Background: an optimization exercise with open tools, aiming at small area, a short achievable clock period and few clock cycles per item. Do not read the settings as production practice. Only simulation tests tie the RTL to the original design; equivalence was not proved.

Design sha384_core, start of the top module:
module sha384_core (
    input  wire         clk,
    input  wire         rst,          
    input  wire         in_valid,
    output wire         in_ready,
    input  wire [63:0]  in_data,
    input  wire         in_first,     
    output wire         out_valid,
    output wire [383:0] out_digest
);
For scale: about 9100 cells after synthesis, about 110000 µm² of cells after synthesis.
Settings: LEC_CHECK=0, CAP_MARGIN=20, CORE_MARGIN=2, CORE_UTILIZATION=55, CTS_BUF_LIST=sky130_fd_sc_hd__clkbuf_8, SLEW_MARGIN=20, SYNTH_MEMORY_MAX_BITS=16384; clock period 12.0 ns.
standard.sh (not shown) runs the stock make flow with config.mk's settings and CLKGATE_MAP_FILE= SYNTH_SCRIPT=/design/flow/synth_recipe.tcl, a recipe that flattens the netlist after the stock synthesis.
==> flow/flow/run.sh <==
#!/bin/bash
# Standard ORFS layout (the standard.sh, standard synthesis unchanged), with
# - timing repair asked to leave extra setup slack so the achieved period drops
# - the smallest buffer cell for the port buffers
# - a fanout limit for repair_design (flow/fanout.tcl, sourced before resizing)
set -euo pipefail
bash standard.sh SETUP_SLACK_MARGIN=7.0 \
  "BUFFER_PORTS_ARGS=-buffer_cell sky130_fd_sc_hd__buf_1" \
  "PRE_RESIZE_TCL=$PWD/flow/fanout.tcl" \
  finish > make_finish.log 2>&1
==> flow/flow/fanout.tcl <==
# Limit fanout so that repair_design splits the wide enable nets into smaller
# buffer trees (large nets are hard for the detailed router to wire cleanly).
set_max_fanout 40 [current_design]
Testbench counts at the start, summed over its fixed seeds: cycles 31,128, items 384.
Rerun with:
CTS_CLUSTER_DIAMETER = 50   (was default)
CTS_CLUSTER_SIZE = 16   (was default)
TNS_END_PERCENT = 30   (was default)
Wire length shrinks by about 1.6%.
Core utilization shrinks by 1.3 points.
Maximum frequency shrinks by about 0.5%.
Sequential cell count is unchanged.
Die area does not change.
Clock-buffer cell count shrinks by 166.
Design area shrinks by 2.0%.
Global-route usage shrinks by 0.77 points.
Via count shrinks by about 1.7%.
Rerun with:
TNS_END_PERCENT = 0   (was 30)
Sequential share of layout area is higher by 1.6 points.
Global-route usage is lower by 0.43 points.
Die area is unchanged.
Wire length is lower by 2.0%.
Non-clock buffer count is lower by 227.
First-iteration DRC count is lower by 2.6%.
Rerun with:
TNS_END_PERCENT = 50   (was 0)
What happened:
- synthesized area stays the same
- utilization grows by 2.1 points
- via count grows by about 1.9%
- cell count grows by about 1.8%
- clock skew grows by 0.015 ns
- wire length grows by about 1.9%
Rerun with:
==> flow/run.sh (new file) <==
#!/bin/bash
# synth_recipe.tcl (not shown) runs the flow's synth.tcl, then flattens the netlist and writes it again
# the make line also repeats each setting of config.mk as NAME=value (left out here)
make -C /OpenROAD-flow-scripts/flow DESIGN_CONFIG=/design/flow/config.mk WORK_HOME=/design/flow/orfs CLKGATE_MAP_FILE= SYNTH_SCRIPT=/design/flow/synth_recipe.tcl finish
CTS_CLUSTER_DIAMETER = default   (was 50)
CTS_CLUSTER_SIZE = default   (was 16)
SETUP_SLACK_MARGIN = 5   (was default)
TNS_END_PERCENT = default   (was 50)
removed: flow/flow/run.sh
removed: flow/flow/fanout.tcl
removed: flow/standard.sh
The changed run completed without violations.
Global-route usage went down by 0.88 points.
Wire length falls by 2.9%.
Final area falls by 2.4%.
Maximum frequency is lower by about 20%.
Non-clock buffer count is lower by 518.
Flip-flop and latch count does not change.
Synthesized cell count does not change.
Area after synthesis stays the same.
Rerun with:
==> flow/flow/run.sh (new file) <==
#!/bin/bash
# Standard ORFS layout (the standard.sh, standard synthesis unchanged), with
# - timing repair asked to leave extra setup slack so the achieved period drops
# - the smallest buffer cell for the port buffers
# - a fanout limit for repair_design (flow/fanout.tcl, sourced before resizing)
set -euo pipefail
bash standard.sh SETUP_SLACK_MARGIN=7.0 \
  "BUFFER_PORTS_ARGS=-buffer_cell sky130_fd_sc_hd__buf_1" \
  "PRE_RESIZE_TCL=$PWD/flow/fanout.tcl" \
  finish > make_finish.log 2>&1
==> flow/flow/fanout.tcl (new file) <==
# Limit fanout so that repair_design splits the wide enable nets into smaller
# buffer trees (large nets are hard for the detailed router to wire cleanly).
set_max_fanout 40 [current_design]
==> flow/standard.sh (new file) <==
#!/bin/bash
# synth_recipe.tcl (not shown) runs the flow's synth.tcl, then flattens the netlist and writes it again
# the make line also repeats each setting of config.mk as NAME=value (left out here)
make -C /OpenROAD-flow-scripts/flow DESIGN_CONFIG=/design/flow/config.mk WORK_HOME=/design/flow/orfs CLKGATE_MAP_FILE= SYNTH_SCRIPT=/design/flow/synth_recipe.tcl "${@:-finish}"
CTS_CLUSTER_DIAMETER = 50   (was default)
CTS_CLUSTER_SIZE = 16   (was default)
SETUP_SLACK_MARGIN = default   (was 5)
removed: flow/run.sh
What happened:
- The changed run finished clean
- area after synthesis is unchanged
- global-route usage goes up by 1.3 points
- routed wire length rose by about 3.6%
- clock skew went down by 0.018 ns

[port drivers added, routing unchanged]
The flow's constraints put no driver on any port. The routed layouts listed below were extracted and timed again, unchanged, in two steps. Step 1: set_driving_cell puts a clkbuf_16 on clk and a buf_2 on each other input, an assumption about the parent block. Step 2, shift: input delay + t, output delay - t, t = (earliest + latest rising clock arrival at the registers) / 2. This alone moves slack from input paths to output paths. Slacks: ideal ports / drivers / drivers and shift; pairs: ideal ports / drivers.
run	t, ns	setup slack, ns	worst slew at a driven data input, ns
the first run	1.163	6.546 / 6.546 / 5.953	0.09
the second run	1.142	6.520 / 6.520 / 5.850	0.06
the third run	1.113	6.251 / 6.251 / 5.474	0.06
the fourth run	1.126	6.502 / 6.502 / 5.921	0.05
the fifth run	1.158	5.108 / 5.108 / 5.108	0.08
the sixth run	1.148	6.472 / 6.472 / 5.978	0.09
After both steps setup and hold are still met in every run listed. The setup slack of the third run, which loses most, moves by 0.000 ns with the drivers and by -0.777 ns with both steps.
